This is an optimization exercise on Yosys and OpenROAD, whose aim is small area, a short achievable clock period and few clock cycles per item, not a production implementation. Function not checked in this run: the RTL went through the layout flow alone. Power is estimated from default activity; no workload was simulated.

[design.v]
module gkl_flit_rx (
  input  wire        clk,
  input  wire        rst,
  input  wire        in_valid,
  output wire        in_ready,
  input  wire [63:0] in_data,
  input  wire        in_mode_p,
  output wire        out_valid,
  input  wire        out_ready,
  output wire [63:0] out_data,
  output wire        out_last,
  output wire        st_crc_ok,
  output wire [1:0]  st_corr,
  output wire [1:0]  st_unc,
  output wire [7:0]  st_pos0,
  output wire [7:0]  st_pos1
);
  localparam integer N   = 33;
  localparam [5:0]   NM1 = N - 1;
  function automatic [7:0] gf_mul(input [7:0] a, input [7:0] b);
    integer i;
    reg [7:0] p, x;
    begin
      p = 8'd0;
      x = a;
      for (i = 0; i < 8; i = i + 1) begin
        if (b[i]) p = p ^ x;
        x = {x[6:0], 1'b0} ^ (x[7] ? 8'h1D : 8'h00);
      end
      gf_mul = p;
    end
  endfunction
  function automatic [7:0] apow(input integer k);
    case (k)
      0: apow = 8'h01; 1: apow = 8'h02; 2: apow = 8'h04; 3: apow = 8'h08;
      4: apow = 8'h10; 5: apow = 8'h20; 6: apow = 8'h40; 7: apow = 8'h80;
      default: apow = 8'h1D;
    endcase
  endfunction
  function automatic [7:0] gf_sqrt(input [7:0] a);
    integer i;
    reg [63:0] cols;
    begin
      cols = 64'h5c082e0417028501;
      gf_sqrt = 8'd0;
      for (i = 0; i < 8; i = i + 1)
        if (a[i]) gf_sqrt = gf_sqrt ^ cols[8*i +: 8];
    end
  endfunction
  function automatic [7:0] lane_hits(input [7:0] b0, input [7:0] b1,
                                     input [7:0] t0, input [7:0] t1,
                                     input act0, input act1);
    begin
      lane_hits[0] = act0 && (b0 == t0);
      lane_hits[1] = act1 && (b1 == t1);
      lane_hits[2] = act0 && (b0 == gf_mul(t0, 8'h8e));
      lane_hits[3] = act1 && (b1 == gf_mul(t1, 8'h8e));
      lane_hits[4] = act0 && (b0 == gf_mul(t0, 8'h47));
      lane_hits[5] = act1 && (b1 == gf_mul(t1, 8'h47));
      lane_hits[6] = act0 && (b0 == gf_mul(t0, 8'had));
      lane_hits[7] = act1 && (b1 == gf_mul(t1, 8'had));
    end
  endfunction
  function automatic [2:0] enc8(input [7:0] h);
    enc8 = {h[4] | h[5] | h[6] | h[7], h[2] | h[3] | h[6] | h[7], h[1] | h[3] | h[5] | h[7]};
  endfunction
  reg [64*N-1:0] ring;
  reg [5:0]  dw;           
  reg [5:0]  dr;           
  reg [5:0]  cnt;          
  reg [4:0]  ibeat, obeat;
  reg        imode;
  reg [7:0]  acc_a, acc_b, acc_c, acc_d;
  reg        fs_valid, fs_mode;
  reg [7:0]  fs_a, fs_b, fs_c, fs_d;
  reg [31:0] crc;
  reg        hv, h_last;
  reg [63:0] h_data;
  reg        s_ok;
  reg [1:0]  s_corr, s_unc;
  reg [7:0]  s_pos0, s_pos1;
  wire [63:0] r0    = ring[63:0];
  wire [63:0] rlast = ring[64*N-1 -: 64];
  reg in_rdy, rd_ok, ofirst, olast;
  assign in_ready = in_rdy;
  wire wr = in_valid && in_rdy;
  wire rd = rd_ok && (!hv || out_ready);
  wire rd_first = rd && ofirst;
  wire ib30 = (ibeat == 5'd30), ib31 = (ibeat == 5'd31);
  wire c_full = (cnt == N[5:0]);
  wire c_nm1  = (cnt == NM1);
  wire c_zero = (cnt == 6'd0);
  wire c_one  = (cnt == 6'd1);
  wire full_n  = (c_full && !rd) || (c_nm1 && wr && !rd);
  wire empty_n = (c_zero && !wr) || (c_one && rd && !wr);
  wire walign_n = wr || (dw == NM1);
  wire ralign_n = rd || (dr == NM1);
  wire fs_valid_n  = (wr && ib31) || (fs_valid && !rd_first);
  wire ofirst_n = rd ? olast : ofirst;
  wire ib31_n = wr ? ib30 : ib31;
  wire ob30 = (obeat == 5'd30);
  always @(posedge clk) begin
    ring <= {r0, (wr ? in_data : rlast), ring[64*(N-1)-1:64]};
  end
  always @(posedge clk) begin
    if (rst) begin
      dw    <= 6'd0;
      dr    <= 6'd1;
      cnt   <= 6'd0;
      ibeat <= 5'd0;
      obeat <= 5'd0;
      fs_valid  <= 1'b0;
      hv     <= 1'b0;
      in_rdy <= 1'b1;
      rd_ok  <= 1'b0;
      ofirst <= 1'b1;
      olast  <= 1'b0;
    end else begin
      dw  <= walign_n ? 6'd0 : dw + 6'd1;
      dr  <= ralign_n ? 6'd0 : dr + 6'd1;
      cnt <= cnt + {5'd0, wr} - {5'd0, rd};
      if (wr) ibeat <= ibeat + 5'd1;
      if (rd) obeat <= obeat + 5'd1;
      fs_valid  <= fs_valid_n;
      hv     <= rd || (hv && !out_ready);
      in_rdy <= walign_n && !full_n && !(ib31_n && fs_valid_n);
      rd_ok  <= ralign_n && !empty_n && (fs_valid_n || !ofirst_n);
      if (rd) begin
        ofirst <= olast;
        olast  <= ob30;
      end
    end
  end
  wire ib0 = (ibeat == 5'd0);
  wire mode_in = ib0 ? in_mode_p : imode;
  always @(posedge clk) begin
    if (wr && ib0) imode <= in_mode_p;
  end
  wire [63:0] dz = (ib31 && !mode_in) ? {16'h0, in_data[47:0]} : in_data;
  wire [7:0] bb  = ib0 ? 8'd0 : acc_b;
  wire [7:0] bdd = ib0 ? 8'd0 : acc_d;
  wire [7:0] s_ev, s_od, s_bp, s_bd, s_dp;
  wire sx80 = dz[5] ^ bb[4];
  wire sx81 = dz[6] ^ bb[5];
  wire sx82 = dz[22] ^ sx80;
  wire sx83 = dz[23] ^ sx81;
  wire sx84 = dz[7] ^ bb[6];
  wire sx85 = dz[14] ^ dz[31];
  wire sx86 = dz[13] ^ dz[47];
  wire sx87 = dz[39] ^ sx82;
  wire sx88 = dz[1] ^ bb[0];
  wire sx89 = dz[2] ^ bb[1];
  wire sx90 = dz[3] ^ bb[2];
  wire sx91 = dz[4] ^ bb[3];
  wire sx92 = dz[30] ^ sx86;
  wire sx93 = dz[10] ^ dz[19];
  wire sx94 = dz[28] ^ dz[37];
  wire sx95 = dz[46] ^ dz[55];
  wire sx96 = sx88 ^ sx93;
  wire sx97 = sx94 ^ sx95;
  wire sx98 = sx96 ^ sx97;
  wire sx99 = dz[11] ^ dz[20];
  wire sx100 = dz[29] ^ dz[38];
  wire sx101 = sx89 ^ sx99;
  wire sx102 = sx100 ^ sx101;
  wire sx103 = dz[12] ^ dz[21];
  wire sx104 = sx90 ^ sx103;
  wire sx105 = bdd[4] ^ sx92;
  wire sx106 = bdd[5] ^ sx85;
  wire sx107 = dz[15] ^ bdd[6];
  wire sx108 = bb[7] ^ sx83;
  wire sx109 = dz[30] ^ sx104;
  wire sx110 = sx85 ^ sx91;
  wire sx111 = dz[13] ^ dz[45];
  wire sx112 = dz[15] ^ dz[47];
  wire sx113 = dz[33] ^ sx84;
  wire sx114 = dz[17] ^ sx87;
  wire sx115 = dz[18] ^ sx83;
  wire sx116 = bb[7] ^ sx84;
  wire sx117 = bb[7] ^ sx91;
  wire sx118 = dz[14] ^ dz[15];
  wire sx119 = sx80 ^ sx98;
  wire sx120 = sx118 ^ sx119;
  wire sx121 = dz[39] ^ sx109;
  wire sx122 = dz[23] ^ sx110;
  wire sx123 = sx98 ^ sx102;
  wire sx124 = sx105 ^ sx107;
  wire sx125 = bdd[7] ^ sx106;
  assign s_ev[0] = ((dz[0] ^ dz[16]) ^ (dz[32] ^ dz[48]));
  assign s_ev[1] = ((dz[17] ^ dz[1]) ^ (dz[33] ^ dz[49]));
  assign s_ev[2] = ((dz[18] ^ dz[2]) ^ (dz[34] ^ dz[50]));
  assign s_ev[3] = ((dz[19] ^ dz[35]) ^ (dz[3] ^ dz[51]));
  assign s_ev[4] = ((dz[20] ^ dz[36]) ^ (dz[4] ^ dz[52]));
  assign s_ev[5] = ((dz[21] ^ dz[37]) ^ (dz[53] ^ dz[5]));
  assign s_ev[6] = ((dz[22] ^ dz[38]) ^ (dz[54] ^ dz[6]));
  assign s_ev[7] = ((dz[23] ^ dz[39]) ^ (dz[55] ^ dz[7]));
  assign s_od[0] = ((dz[24] ^ dz[40]) ^ (dz[56] ^ dz[8]));
  assign s_od[1] = ((dz[25] ^ dz[41]) ^ (dz[57] ^ dz[9]));
  assign s_od[2] = ((dz[10] ^ dz[26]) ^ (dz[42] ^ dz[58]));
  assign s_od[3] = ((dz[11] ^ dz[27]) ^ (dz[43] ^ dz[59]));
  assign s_od[4] = ((dz[12] ^ dz[28]) ^ (dz[44] ^ dz[60]));
  assign s_od[5] = ((dz[29] ^ dz[61]) ^ sx111);
  assign s_od[6] = ((dz[14] ^ dz[30]) ^ (dz[46] ^ dz[62]));
  assign s_od[7] = ((dz[31] ^ dz[63]) ^ sx112);
  assign s_bp[0] = (dz[48] ^ sx87);
  assign s_bp[1] = ((dz[32] ^ dz[49]) ^ sx83);
  assign s_bp[2] = (((dz[16] ^ dz[50]) ^ sx113) ^ sx87);
  assign s_bp[3] = (((dz[51] ^ (dz[0] ^ dz[34])) ^ sx108) ^ sx114);
  assign s_bp[4] = (sx87 ^ ((sx88 ^ ((dz[35] ^ dz[52]) ^ sx84)) ^ sx115));
  assign s_bp[5] = (((dz[53] ^ (dz[19] ^ dz[36])) ^ (sx84 ^ sx89)) ^ sx108);
  assign s_bp[6] = (sx116 ^ (sx90 ^ (dz[54] ^ (dz[20] ^ dz[37]))));
  assign s_bp[7] = ((dz[55] ^ (dz[21] ^ dz[38])) ^ sx117);
  assign s_bd[0] = (((dz[56] ^ sx84) ^ sx83) ^ sx120);
  assign s_bd[1] = (sx102 ^ (sx116 ^ (sx81 ^ ((dz[48] ^ dz[57]) ^ sx112))));
  assign s_bd[2] = ((((dz[58] ^ (dz[40] ^ dz[49])) ^ sx108) ^ sx121) ^ sx120);
  assign s_bd[3] = (sx123 ^ (sx122 ^ (sx82 ^ (sx86 ^ ((dz[32] ^ dz[41]) ^ (dz[50] ^ dz[59]))))));
  assign s_bd[4] = (sx123 ^ ((sx113 ^ ((dz[47] ^ dz[51]) ^ (dz[60] ^ (dz[24] ^ dz[42])))) ^ sx121));
  assign s_bd[5] = ((((dz[43] ^ dz[52]) ^ ((dz[25] ^ dz[31]) ^ (dz[34] ^ dz[39]))) ^ ((dz[61] ^ (dz[16] ^ dz[22])) ^ sx104)) ^ ((sx117 ^ sx92) ^ sx102));
  assign s_bd[6] = (sx114 ^ (sx122 ^ ((((dz[35] ^ dz[44]) ^ (dz[53] ^ dz[62])) ^ (dz[8] ^ (dz[13] ^ dz[26]))) ^ sx109)));
  assign s_bd[7] = (((sx111 ^ ((dz[27] ^ dz[36]) ^ (dz[54] ^ dz[63]))) ^ sx115) ^ (sx82 ^ ((dz[9] ^ (dz[0] ^ dz[15])) ^ sx110)));
  assign s_dp[0] = (dz[56] ^ sx105);
  assign s_dp[1] = ((dz[40] ^ dz[57]) ^ sx106);
  assign s_dp[2] = ((dz[58] ^ (dz[24] ^ dz[41])) ^ sx124);
  assign s_dp[3] = (sx125 ^ (((dz[25] ^ dz[42]) ^ (dz[59] ^ dz[8])) ^ sx105));
  assign s_dp[4] = ((sx106 ^ ((dz[43] ^ dz[60]) ^ (dz[9] ^ (bdd[0] ^ dz[26])))) ^ sx124);
  assign s_dp[5] = ((((dz[27] ^ dz[44]) ^ sx107) ^ (dz[61] ^ (bdd[1] ^ dz[10]))) ^ sx125);
  assign s_dp[6] = (((bdd[2] ^ bdd[7]) ^ (dz[11] ^ dz[28])) ^ ((dz[45] ^ dz[62]) ^ sx107));
  assign s_dp[7] = ((dz[46] ^ dz[63]) ^ ((bdd[3] ^ bdd[7]) ^ (dz[12] ^ dz[29])));
  wire [7:0] na = (ib0 ? 8'd0 : acc_a) ^ s_ev ^ (mode_in ? 8'd0 : s_od);
  wire [7:0] nb = mode_in ? s_bp : s_bd;
  wire [7:0] nc = (ib0 ? 8'd0 : acc_c) ^ s_od;
  wire [7:0] nd = s_dp;
  always @(posedge clk) begin
    if (wr) begin
      acc_a <= na; acc_b <= nb; acc_c <= nc; acc_d <= nd;
      if (ib31) begin
        fs_a <= na; fs_b <= nb; fs_c <= nc; fs_d <= nd;
        fs_mode <= mode_in;
      end
    end
  end
  wire [7:0] s1d   = gf_mul(fs_b, 8'h47);
  wire [7:0] sq_s0 = gf_sqrt(fs_a);
  wire [7:0] i_b0  = fs_mode ? fs_b : gf_sqrt(s1d);
  wire [7:0] i_b1  = fs_mode ? fs_d : i_b0;
  wire [7:0] i_t0  = fs_mode ? gf_mul(fs_a, 8'hcc) : gf_mul(sq_s0, 8'h8e);
  wire [7:0] i_t1  = fs_mode ? gf_mul(fs_c, 8'hcc) : gf_mul(sq_s0, 8'h66);
  wire [7:0] i_a1  = fs_mode ? fs_c : fs_a;
  wire i_za = (fs_a == 8'd0), i_zb = (fs_b == 8'd0);
  wire i_zc = (fs_c == 8'd0), i_zd = (fs_d == 8'd0);
  wire i_act0  = !i_za && !i_zb;
  wire i_act1  = fs_mode ? (!i_zc && !i_zd) : i_act0;
  wire i_ub0   = (i_za != i_zb);
  wire i_ub1   = fs_mode && (i_zc != i_zd);
  reg        dmode, act0, act1, ub0, ub1, fnd0, fnd1;
  reg [7:0]  a0, a1, b0, b1, t0, t1;
  reg [7:0]  fpos0, fpos1;
  wire       sel  = ofirst;
  wire [7:0] cb0  = sel ? i_b0 : b0;
  wire [7:0] cb1  = sel ? i_b1 : b1;
  wire [7:0] ct0  = sel ? i_t0 : t0;
  wire [7:0] ct1  = sel ? i_t1 : t1;
  wire [7:0] ca0  = sel ? fs_a : a0;
  wire [7:0] ca1  = sel ? i_a1 : a1;
  wire       cdm  = sel ? !fs_mode : dmode;
  wire [7:0] hit = lane_hits(cb0, cb1, ct0, ct1,
                             sel ? i_act0 : act0, sel ? i_act1 : act1) &
                   ((!sel && dmode && olast) ? 8'h3F : 8'hFF);
  wire [7:0] m0 = cdm ? hit : (hit & 8'h55);
  wire [7:0] m1 = cdm ? 8'd0 : (hit & 8'hAA);
  wire h0 = |m0, h1 = |m1;
  wire [7:0] cpos0 = {obeat, enc8(m0)};
  wire [7:0] cpos1 = {obeat, enc8(m1)};
  always @(posedge clk) begin
    if (rd) begin
      t0 <= gf_mul(ct0, 8'hd8);
      t1 <= gf_mul(ct1, 8'hd8);
      if (ofirst) begin
        dmode <= !fs_mode;
        a0 <= fs_a;  a1 <= i_a1;
        b0 <= i_b0;  b1 <= i_b1;
        act0 <= i_act0; act1 <= i_act1;
        ub0 <= i_ub0;   ub1 <= i_ub1;
      end
      if (h0 || ofirst) fnd0 <= h0;
      if (h1 || ofirst) fnd1 <= h1;
      if (h0) fpos0 <= cpos0;
      if (h1) fpos1 <= cpos1;
    end
  end
  reg [63:0] fix;
  integer l;
  always @* begin
    for (l = 0; l < 8; l = l + 1)
      fix[8*l +: 8] = hit[l] ? ((l % 2) ? ca1 : ca0) : 8'd0;
  end
  wire f0 = fnd0 || h0;
  wire f1 = fnd1 || h1;
  wire [63:0] nbeat = r0 ^ fix;
  reg h_new, h_first;
  wire [31:0] cb = h_first ? 32'hFFFFFFFF : crc;
  wire [31:0] crc_nx;
  wire cx96 = cb[11] ^ h_data[11];
  wire cx97 = cb[12] ^ h_data[12];
  wire cx98 = cb[13] ^ h_data[13];
  wire cx99 = cb[3] ^ h_data[3];
  wire cx100 = cb[4] ^ h_data[4];
  wire cx101 = cb[16] ^ h_data[16];
  wire cx102 = cb[5] ^ h_data[5];
  wire cx103 = cb[6] ^ h_data[6];
  wire cx104 = cb[7] ^ h_data[7];
  wire cx105 = cb[8] ^ h_data[8];
  wire cx106 = cb[9] ^ h_data[9];
  wire cx107 = cb[19] ^ h_data[19];
  wire cx108 = cb[10] ^ h_data[10];
  wire cx109 = cb[14] ^ h_data[14];
  wire cx110 = cb[30] ^ h_data[30];
  wire cx111 = cb[15] ^ h_data[15];
  wire cx112 = cb[31] ^ h_data[31];
  wire cx113 = cb[1] ^ h_data[1];
  wire cx114 = cb[2] ^ h_data[2];
  wire cx115 = cx98 ^ cx99;
  wire cx116 = cb[17] ^ h_data[17];
  wire cx117 = cb[20] ^ h_data[20];
  wire cx118 = h_data[32] ^ cx96;
  wire cx119 = h_data[39] ^ cx100;
  wire cx120 = cb[0] ^ h_data[0];
  wire cx121 = cb[18] ^ h_data[18];
  wire cx122 = cb[21] ^ h_data[21];
  wire cx123 = cb[22] ^ h_data[22];
  wire cx124 = cb[23] ^ h_data[23];
  wire cx125 = cb[24] ^ h_data[24];
  wire cx126 = cb[25] ^ h_data[25];
  wire cx127 = cb[26] ^ h_data[26];
  wire cx128 = cb[27] ^ h_data[27];
  wire cx129 = cx101 ^ cx103;
  wire cx130 = cb[28] ^ h_data[28];
  wire cx131 = h_data[35] ^ cx97;
  wire cx132 = cb[29] ^ h_data[29];
  wire cx133 = h_data[36] ^ h_data[54];
  wire cx134 = h_data[34] ^ cx102;
  wire cx135 = h_data[37] ^ cx105;
  wire cx136 = h_data[38] ^ cx106;
  wire cx137 = h_data[55] ^ cx110;
  wire cx138 = h_data[56] ^ cx108;
  wire cx139 = h_data[46] ^ cx104;
  wire cx140 = h_data[47] ^ cx115;
  wire cx141 = cx107 ^ cx119;
  wire cx142 = cx109 ^ cx113;
  wire cx143 = cx111 ^ cx114;
  wire cx144 = h_data[45] ^ cx118;
  wire cx145 = h_data[61] ^ cx112;
  wire cx146 = h_data[40] ^ cx117;
  wire cx147 = h_data[41] ^ cx122;
  wire cx148 = h_data[42] ^ cx123;
  wire cx149 = h_data[50] ^ h_data[57];
  wire cx150 = h_data[43] ^ cx124;
  wire cx151 = h_data[44] ^ cx125;
  wire cx152 = h_data[48] ^ h_data[60];
  wire cx153 = h_data[52] ^ cx126;
  wire cx154 = h_data[53] ^ cx127;
  wire cx155 = h_data[63] ^ cx116;
  wire cx156 = h_data[51] ^ h_data[59];
  wire cx157 = h_data[33] ^ h_data[58];
  wire cx158 = cx120 ^ cx131;
  wire cx159 = h_data[49] ^ h_data[62];
  wire cx160 = cx128 ^ cx133;
  wire cx161 = cx134 ^ cx143;
  wire cx162 = cx121 ^ cx132;
  wire cx163 = h_data[63] ^ cx135;
  wire cx164 = cx137 ^ cx152;
  wire cx165 = cx129 ^ cx136;
  wire cx166 = cx130 ^ cx139;
  wire cx167 = cx138 ^ cx145;
  wire cx168 = cx102 ^ cx159;
  wire cx169 = cx96 ^ cx104;
  wire cx170 = cx130 ^ cx146;
  wire cx171 = h_data[36] ^ cx150;
  wire cx172 = h_data[61] ^ cx148;
  wire cx173 = h_data[39] ^ h_data[58];
  wire cx174 = h_data[62] ^ cx122;
  wire cx175 = h_data[44] ^ cx107;
  wire cx176 = cx125 ^ cx128;
  wire cx177 = h_data[34] ^ cx97;
  wire cx178 = cx144 ^ cx168;
  wire cx179 = h_data[52] ^ cx146;
  wire cx180 = cx141 ^ cx165;
  wire cx181 = cx142 ^ cx157;
  wire cx182 = h_data[59] ^ cx121;
  wire cx183 = cx147 ^ cx169;
  wire cx184 = h_data[38] ^ h_data[40];
  wire cx185 = h_data[60] ^ cx113;
  wire cx186 = cx129 ^ cx149;
  wire cx187 = cx98 ^ cx114;
  wire cx188 = cx141 ^ cx158;
  wire cx189 = cx120 ^ cx151;
  wire cx190 = h_data[35] ^ h_data[57];
  wire cx191 = h_data[43] ^ cx126;
  wire cx192 = cx99 ^ cx123;
  wire cx193 = h_data[45] ^ cx105;
  wire cx194 = cx140 ^ cx166;
  wire cx195 = cx100 ^ cx106;
  wire cx196 = cx101 ^ cx132;
  wire cx197 = cx155 ^ cx174;
  wire cx198 = h_data[33] ^ h_data[54];
  wire cx199 = cx101 ^ cx136;
  wire cx200 = cx109 ^ cx119;
  wire cx201 = h_data[32] ^ cx98;
  wire cx202 = cx151 ^ cx154;
  wire cx203 = cx111 ^ cx121;
  wire cx204 = cx134 ^ cx145;
  wire cx205 = cx153 ^ cx155;
  wire cx206 = cx154 ^ cx162;
  wire cx207 = h_data[34] ^ h_data[48];
  wire cx208 = h_data[35] ^ cx118;
  wire cx209 = cx99 ^ cx160;
  wire cx210 = cx108 ^ cx116;
  wire cx211 = h_data[37] ^ h_data[49];
  wire cx212 = h_data[55] ^ cx112;
  wire cx213 = cx116 ^ cx211;
  wire cx214 = cx138 ^ cx182;
  wire cx215 = cx158 ^ cx170;
  wire cx216 = cx161 ^ cx214;
  wire cx217 = h_data[56] ^ cx115;
  wire cx218 = cx118 ^ cx147;
  wire cx219 = cx133 ^ cx162;
  wire cx220 = cx135 ^ cx148;
  wire cx221 = h_data[37] ^ h_data[41];
  wire cx222 = cx135 ^ cx142;
  wire cx223 = h_data[40] ^ cx190;
  wire cx224 = h_data[59] ^ h_data[60];
  wire cx225 = cx142 ^ cx147;
  wire cx226 = cx144 ^ cx163;
  wire cx227 = cx151 ^ cx191;
  wire cx228 = h_data[41] ^ cx153;
  wire cx229 = cx103 ^ cx124;
  wire cx230 = cx131 ^ cx139;
  wire cx231 = cx144 ^ cx172;
  wire cx232 = cx161 ^ cx164;
  wire cx233 = cx117 ^ cx159;
  wire cx234 = cx143 ^ cx176;
  wire cx235 = h_data[39] ^ h_data[51];
  wire cx236 = cx129 ^ cx175;
  wire cx237 = cx153 ^ cx192;
  wire cx238 = cx170 ^ cx237;
  wire cx239 = h_data[50] ^ cx114;
  wire cx240 = cx108 ^ cx133;
  wire cx241 = cx166 ^ cx177;
  wire cx242 = cx173 ^ cx239;
  wire cx243 = h_data[46] ^ cx156;
  wire cx244 = cx137 ^ cx243;
  wire cx245 = cx140 ^ cx198;
  wire cx246 = cx140 ^ cx164;
  wire cx247 = cx177 ^ cx199;
  wire cx248 = h_data[42] ^ cx111;
  wire cx249 = cx167 ^ cx202;
  wire cx250 = cx160 ^ cx203;
  wire cx251 = cx156 ^ cx157;
  wire cx252 = cx106 ^ cx138;
  wire cx253 = cx156 ^ cx193;
  wire cx254 = cx96 ^ cx97;
  wire cx255 = h_data[58] ^ cx105;
  wire cx256 = cx140 ^ cx165;
  wire cx257 = cx123 ^ cx156;
  wire cx258 = cx150 ^ cx201;
  wire cx259 = h_data[54] ^ cx110;
  wire cx260 = cx100 ^ cx124;
  wire cx261 = cx127 ^ cx149;
  assign crc_nx[0] = (((cx179 ^ cx181) ^ (cx208 ^ cx209)) ^ ((cx210 ^ (cx207 ^ cx137)) ^ cx180));
  assign crc_nx[1] = ((cx183 ^ (((h_data[53] ^ (h_data[33] ^ h_data[36])) ^ cx119) ^ (cx212 ^ cx213))) ^ (cx215 ^ cx216));
  assign crc_nx[2] = (((cx158 ^ cx186) ^ (cx185 ^ ((cx107 ^ cx184) ^ cx134))) ^ ((cx217 ^ cx218) ^ (cx219 ^ cx220)));
  assign crc_nx[3] = ((((((h_data[51] ^ h_data[57]) ^ cx103) ^ (cx104 ^ cx116)) ^ ((cx117 ^ cx221) ^ cx136)) ^ ((cx137 ^ cx187) ^ cx171)) ^ ((cx172 ^ cx181) ^ cx188));
  assign crc_nx[4] = ((((((h_data[38] ^ h_data[42]) ^ cx104) ^ (cx112 ^ cx173)) ^ (cx115 ^ cx174)) ^ (cx171 ^ cx179)) ^ ((cx189 ^ cx222) ^ cx216));
  assign crc_nx[5] = (((((h_data[53] ^ cx224) ^ cx143) ^ (cx192 ^ cx223)) ^ (cx225 ^ cx227)) ^ (cx180 ^ cx226));
  assign crc_nx[6] = (((((cx127 ^ cx128) ^ cx142) ^ (cx175 ^ cx229)) ^ (cx228 ^ cx230)) ^ (cx231 ^ cx232));
  assign crc_nx[7] = (((((h_data[56] ^ (h_data[33] ^ h_data[42])) ^ cx129) ^ (cx145 ^ cx154)) ^ ((cx193 ^ cx233) ^ cx158)) ^ ((cx171 ^ cx234) ^ cx194));
  assign crc_nx[8] = ((((cx207 ^ (h_data[32] ^ cx149)) ^ cx197) ^ (cx196 ^ (cx160 ^ cx195))) ^ ((cx222 ^ cx227) ^ cx194));
  assign crc_nx[9] = ((((((h_data[47] ^ h_data[49]) ^ cx113) ^ (cx127 ^ cx235)) ^ (cx160 ^ cx162)) ^ (cx161 ^ cx236)) ^ (cx226 ^ cx238));
  assign crc_nx[10] = (((cx144 ^ cx225) ^ cx241) ^ (cx242 ^ ((cx132 ^ (h_data[37] ^ cx124)) ^ (cx154 ^ cx240))));
  assign crc_nx[11] = (((cx220 ^ cx234) ^ cx245) ^ (cx244 ^ (cx131 ^ (cx96 ^ (cx132 ^ cx184)))));
  assign crc_nx[12] = ((((cx130 ^ (h_data[56] ^ cx112)) ^ cx171) ^ (cx200 ^ cx228)) ^ (cx246 ^ cx247));
  assign crc_nx[13] = (cx249 ^ (((cx132 ^ (h_data[48] ^ cx102)) ^ (cx201 ^ cx213)) ^ ((cx223 ^ cx248) ^ cx200)));
  assign crc_nx[14] = (cx178 ^ ((((h_data[41] ^ cx109) ^ cx191) ^ (cx184 ^ (cx110 ^ cx157))) ^ (cx186 ^ cx250)));
  assign crc_nx[15] = (cx241 ^ (((cx155 ^ cx212) ^ (cx221 ^ ((h_data[39] ^ h_data[50]) ^ cx127))) ^ ((cx248 ^ cx251) ^ cx236)));
  assign crc_nx[16] = ((((((h_data[42] ^ h_data[43]) ^ cx103) ^ cx169) ^ cx141) ^ (cx181 ^ cx219)) ^ ((cx252 ^ cx253) ^ cx246));
  assign crc_nx[17] = ((((cx135 ^ cx139) ^ (cx175 ^ cx195)) ^ (cx167 ^ cx179)) ^ ((cx254 ^ (((h_data[43] ^ h_data[49]) ^ (h_data[57] ^ h_data[59])) ^ (cx109 ^ cx120))) ^ cx232));
  assign crc_nx[18] = ((((((h_data[44] ^ h_data[53]) ^ cx111) ^ (cx117 ^ cx149)) ^ (cx131 ^ cx147)) ^ ((cx185 ^ cx255) ^ cx167)) ^ (cx178 ^ cx256));
  assign crc_nx[19] = (((((cx120 ^ cx97) ^ (h_data[48] ^ cx106)) ^ (cx139 ^ cx187)) ^ ((cx240 ^ cx251) ^ cx186)) ^ ((cx197 ^ cx200) ^ cx231));
  assign crc_nx[20] = (((((cx117 ^ cx152) ^ (h_data[47] ^ cx110)) ^ (cx168 ^ cx257)) ^ (cx163 ^ cx230)) ^ ((cx250 ^ cx258) ^ cx180));
  assign crc_nx[21] = (((((cx104 ^ cx122) ^ (cx128 ^ cx130)) ^ ((h_data[58] ^ (h_data[49] ^ h_data[50])) ^ cx185)) ^ ((cx259 ^ cx260) ^ cx140)) ^ ((cx163 ^ cx189) ^ (cx204 ^ cx208)));
  assign crc_nx[22] = (((((h_data[62] ^ cx107) ^ cx176) ^ (cx196 ^ cx210)) ^ ((cx254 ^ cx259) ^ cx204)) ^ ((cx242 ^ cx253) ^ cx238));
  assign crc_nx[23] = ((((((h_data[60] ^ h_data[62]) ^ cx112) ^ cx115) ^ (cx195 ^ cx229)) ^ (cx205 ^ cx206)) ^ ((cx218 ^ cx244) ^ cx215));
  assign crc_nx[24] = ((((((h_data[55] ^ h_data[56]) ^ cx125) ^ (cx152 ^ cx173)) ^ (cx131 ^ cx146)) ^ ((cx148 ^ cx155) ^ cx183)) ^ ((cx204 ^ cx206) ^ cx256));
  assign crc_nx[25] = ((((((h_data[55] ^ h_data[57]) ^ cx105) ^ (cx113 ^ cx157)) ^ (cx150 ^ cx153)) ^ ((cx182 ^ cx233) ^ cx172)) ^ ((cx183 ^ cx217) ^ cx247));
  assign crc_nx[26] = (((((cx149 ^ cx224) ^ (h_data[34] ^ cx109)) ^ (cx148 ^ cx150)) ^ ((cx187 ^ cx255) ^ cx197)) ^ ((cx202 ^ cx252) ^ cx188));
  assign crc_nx[27] = (((((h_data[45] ^ h_data[57]) ^ (h_data[61] ^ (h_data[33] ^ h_data[38]))) ^ (cx129 ^ cx134)) ^ ((cx203 ^ cx257) ^ cx141)) ^ ((cx164 ^ cx189) ^ (cx205 ^ cx258)));
  assign crc_nx[28] = (((((cx121 ^ cx126) ^ cx136) ^ (cx139 ^ cx260)) ^ (cx164 ^ cx209)) ^ (cx178 ^ cx249));
  assign crc_nx[29] = (((((cx130 ^ cx198) ^ (h_data[55] ^ (h_data[46] ^ h_data[47]))) ^ (cx176 ^ cx261)) ^ ((cx97 ^ (cx103 ^ cx126)) ^ cx141)) ^ ((cx163 ^ cx167) ^ cx178));
  assign crc_nx[30] = ((((((h_data[51] ^ h_data[62]) ^ cx102) ^ (cx110 ^ cx133)) ^ (cx138 ^ cx142)) ^ ((cx196 ^ cx261) ^ cx205)) ^ (cx188 ^ cx194));
  assign crc_nx[31] = (((((cx120 ^ cx190) ^ (h_data[32] ^ cx107)) ^ (cx235 ^ (cx108 ^ cx112))) ^ (cx161 ^ cx163)) ^ ((cx199 ^ cx206) ^ cx245));
  always @(posedge clk) begin
    if (rd) begin
      h_data <= nbeat;
      h_last <= olast;
      h_first <= ofirst;
      if (olast) begin
        s_ok   <= (nbeat[31:0] == ~(h_new ? crc_nx : crc));
        s_corr <= {f1, f0};
        s_unc  <= {ub1 || (!dmode && act1 && !f1), ub0 || (act0 && !f0)};
        s_pos0 <= !f0 ? 8'd0 : h0 ? cpos0 : fpos0;
        s_pos1 <= !f1 ? 8'd0 : h1 ? cpos1 : fpos1;
      end
    end
  end
  always @(posedge clk) begin
    if (rst) h_new <= 1'b0;
    else     h_new <= rd;
    if (h_new && !h_last) crc <= crc_nx;
  end
  assign out_valid = hv;
  assign out_data  = h_data;
  assign out_last  = h_last;
  assign st_crc_ok = s_ok;
  assign st_corr   = s_corr;
  assign st_unc    = s_unc;
  assign st_pos0   = s_pos0;
  assign st_pos1   = s_pos1;
endmodule
[standard.sh]
#!/bin/bash
# synth_recipe.tcl (not shown) runs the flow's synth.tcl, then flattens the netlist and writes it again
# the make line also repeats each setting of config.mk as NAME=value (left out here)
make -C /OpenROAD-flow-scripts/flow DESIGN_CONFIG=/design/flow/config.mk WORK_HOME=/design/flow/orfs CLKGATE_MAP_FILE= SYNTH_SCRIPT=/design/flow/synth_recipe.tcl "${@:-finish}"
[config.mk]
export PLATFORM = sky130hd
export DESIGN_NAME = gkl_flit_rx
export DESIGN_NICKNAME = gkl_flit_rx
export VERILOG_FILES = /design/flow/design.v
export SDC_FILE = /design/flow/constraint.sdc
export NUM_CORES = 4
export LEC_CHECK = 0
export CAP_MARGIN = 20
export CORE_MARGIN = 2
export CORE_UTILIZATION = 60
export CTS_CLUSTER_DIAMETER = 80
export CTS_CLUSTER_SIZE = 30
export PLACE_DENSITY_LB_ADDON = 0.1
export SLEW_MARGIN = 20
[flow/run.sh]
#!/bin/bash
# Standard ORFS layout (the standard.sh), with repair_timing aimed at a
# tighter setup target than the 11 ns clock (the SDC itself is unchanged).
set -euo pipefail
bash standard.sh SETUP_SLACK_MARGIN=7.3 "BUFFER_PORTS_ARGS=-buffer_cell sky130_fd_sc_hd__buf_1" finish > flow_make.log 2>&1
[constraint.sdc]
create_clock -name core_clock -period 11.0 [get_ports {clk}]
set_input_delay 2.2000 -clock core_clock [delete_from_list [all_inputs] [get_ports {clk}]]
set_output_delay 2.2000 -clock core_clock [all_outputs]
set_load 0.01 [all_outputs]
==> summary.txt <==
how the worst max path moves through the flow:
stage | to | depth (start not counted) | from
finish | s_ok | 14 | fs_b[7]
global route | s_ok | 15 | fs_mode
CTS | s_pos1[7] | 14 | fs_b[7]
detailed placement | fpos0[2] | 12 | ofirst
global placement | fpos0[2] | 12 | ofirst
floorplan | cnt[4] | 14 | out_ready
logic make-up after synthesis:
family                     count (synthesis)  synth area share
AOI/OAI and AO/OA                        189            0.0204
DFF                                     2403             0.753
muxes                                     66            0.0101
adders and majority gates                 30           0.00569
and+or+nand+nor                          665            0.0437
xor gates and xnor gates                 934             0.155
buffers and inverters                    202            0.0125
area by class of cell:
type,instances,area (µm²)
repair buffers,449,3400
repair inverters,3,28.8
multi-input cells,1885,17600
inverters,86,372
flip-flops and latches,2403,50700
well taps,1488,1860
diodes,2,5.00
clock inverters,16,363
clock buffers,118,2510
fillers,7640,34200
worst register-to-register path, delay by kind of cell (launching register included):
family / cells / cell delay, ps
AND/OR/NAND/NOR: 6 / 1460
XOR/XNOR: 4 / 1030
flip-flops: 1 / 520
AO/OA/AOI/OAI: 1 / 360
adder cells (fa/ha/maj): 1 / 220
buffers and inverters: 2 / 230
through the flow:
| stage | setup WS, ps | util | cells |
|---|---|---|---|
| floorplan | 6900 | - | 4489 |
| CTS | 7070 | 0.682 | 6380 |
| finish | 6960 | 0.692 | 6450 |
| global route | 6870 | 0.692 | 6448 |
| detailed placement | 5410 | 0.629 | 6041 |
| global placement | 5530 | 0.629 | 6041 |
layer usage:
| layer | routed length, µm | vias up |
|---|---|---|
| met2 | 67100 | 1004 |
| li1 | - | 15219 |
| met5 | 73 | - |
| met4 | 6680 | 10 |
| met1 | 67500 | 15897 |
| met3 | 9320 | 272 |
power by group:
part	internal (µW)	switching [µW]
clock	1690	2560
combinational	297	412
sequential	9550	212
cells in the mapped netlist (all sizes together), types with 4 or more instances:
cell type / instances / area (µm²)
mux2i: 53 / 531
clkbuf: 62 / 233
or4: 4 / 33.8
a21oi: 39 / 203
xor2: 213 / 1880
o31ai: 7 / 52.6
a21bo: 4 / 40.0
nor3: 20 / 116
nand3: 23 / 115
a211oi: 7 / 52.6
a211o: 4 / 35.0
or3: 5 / 31.3
or2: 8 / 50.1
a21o: 10 / 75.1
xor3: 24 / 571
nor2: 171 / 652
nor4: 13 / 81.3
a22oi: 10 / 75.1
o211ai: 8 / 73.8
o22ai: 4 / 31.3
nand4: 17 / 113
inv: 85 / 319
xnor3: 136 / 3060
a221oi: 6 / 93.8
nand2: 336 / 1260
buf: 54 / 285
nand3b: 6 / 45.0
xnor2: 561 / 4930
nor2b: 15 / 93.8
ha: 29 / 363
a31o: 6 / 52.6
nor3b: 4 / 30.0
and3: 10 / 62.6
edfxtp: 256 / 7690
mux2: 13 / 146
o21ai: 47 / 235
and2: 17 / 106
dfxtp: 2147 / 43000
timing repair:
item	CTS	global route
cloned	5	3
pin swaps	49	44
endpoints found under the setup margin	217	132
buffers inserted	200	65
resized for setup	287	140
registers in the layout, indices dropped and copies added (netlist names), 8 cells and up:
signal / cells
a0: 8
a1: 8
acc_a: 8
acc_b: 8
acc_c: 8
acc_d: 8
b0: 8
b1: 8
crc: 32
fpos0: 8
fpos1: 8
fs_a: 8
fs_b: 8
fs_c: 8
fs_d: 8
h_data: 64
ring: 2112
s_pos0: 8
s_pos1: 8
t0: 8
t1: 8
==> flow_summary.toml <==
[outcome]
status = "finished clean"

[logic_synthesis]
synth_warnings = 1
yosysUniqueCellTypes = 94
synth_seq_cells = 2403
synth_fp_nets = 4588
avgSynthCellArea_um2 = 15.0
synth_edf_count = 256
postSynthCellCount = 4489
async_reset_ff_frac = 0
syn_area_mm2 = 0.0673
synthFlopType = "dfxtp_1"
synth.yosys.seq_area_share = 0.753

[job]
drv_cap = 0

[final_layout]
drive_above_1_share = 0.153
final_cell_mix = "2,145 x dfxtp_1, 506 x xnor2_1, 331 x nand2_1, 256 x edfxtp_1, 222 x buf_4"
fin_area_mm2 = 0.0768
final_common_cell = "dfxtp_1"
syn_to_final_growth_pct = 14.1
final_net_count = 5022

[placed_design]
globalplace.congestion = 0.960
place_hpwl_mm = 105
place_area_mm2 = 0.0698
port_buffers = 156

[floorplanning]
chipWidth_um = 339
dieHeight_um = 339
start_util = 0.607
core.rowCount = 122
pin_count = 157
die_area_mm2 = 0.115
core_region_area_mm2 = 0.111

[critical_path]
max_stage_delay_ps = 520
reg2reg_depth = 14
path_cells = "inv_2 > ha_4 > buf_6 > xnor3_1 > xnor3_2 > a221oi_4 > xnor2_1 > or3_1 > and2_4 > nor3_4 > xnor3_1 > and4_1 > and4b_1 > and4_1"
cp_top_family = "simple AND/OR/NAND/NOR gates"
crit_type = "register to register"
slowest_stage = "edfxtp_1"
worstSetupEndpointType = "register"
worst-path-buf-inv = 2
critPathMaxFanout = 5
critPathRequiredTime_ps = 11490
worstReg2RegEnd = "s_ok"
arrival_ps = 4530
start_kind = "register"
r2r_slack_ps = 6960
reg2reg_from = "fs_b[7]"

[timing]
fmax_mhz = 248
hold-worst-slack_ps = 320
rsz0062_at_grt = "yes"
slew_violations = 0
slew_headroom = 0.192
clock_skew_ps = 50.7
finalHoldViolCount = 0
setup_violations = 0
worst_pin_slew_ps = 1180
period_share = 0.367
fin_crit_ps = 4040
finalSetupTns_ps = 0

[pwr]
power_uw = 14700
power.density_mw_per_mm2 = 192
leakagePower_uw = 0.0315
vdd_drop_max_uv = 227

[clocking]
insertion_delay_ps = 730
clkSinkCount = 2403
cts_tree = "built"
cts_buffers = 95
h-tree-depth = 3
path_clk_slew_ps = 110
hold_buffers = 0
cts_root_buf = "clkbuf_16"
clockBufferDepth = 3

[grt]
grt_util_met3 = 0.0413
grt_max_degree = 144
grt.busiest_layer = "met2"
grt_pass1_wl_mm = 215
grt_use_total = 0.259
first_global_vias = 31429
overflow = 0
use_met2 = 0.397
use_met1 = 0.370
antenna_found_initial = 25

[worst_hold_path]
holdPathStages = 0
hold_path_startpoint = "ring[832]"
holdPathEnd = "ring[768]"
hp-class = "register to register"

[detailed_routing]
vias = 32402
ant_nets = 0
finalWirelength_mm = 151
drc = 0
wl_per_cell_um = 23.3
drt_iter0_drc = 2621
dr.pass1.iters = 5
vias_per_cell = 5.02

-- port drivers added, routing unchanged --
The flow's constraints put no driver on any port. The routed layout listed below was extracted and timed again, unchanged, in two steps. Step 1: set_driving_cell puts a clkbuf_16 on clk and a buf_2 on each other input, an assumption about the parent block. Step 2 also shifts input and output timing later by t, the mid clock arrival at the registers, as if the neighbouring blocks saw the same clock. a / b / c = ideal / step 1 / step 2; a / b = the first two.
t (ns): 0.778
setup WS [ns]: 6.960 / 6.960 / 6.578
slew at the worst register clock pin (ns): 0.12 / 0.12
After both steps this run still meets setup and hold. For this run, drivers alone change the setup slack by 0.000 ns; drivers and shift together by -0.382 ns.
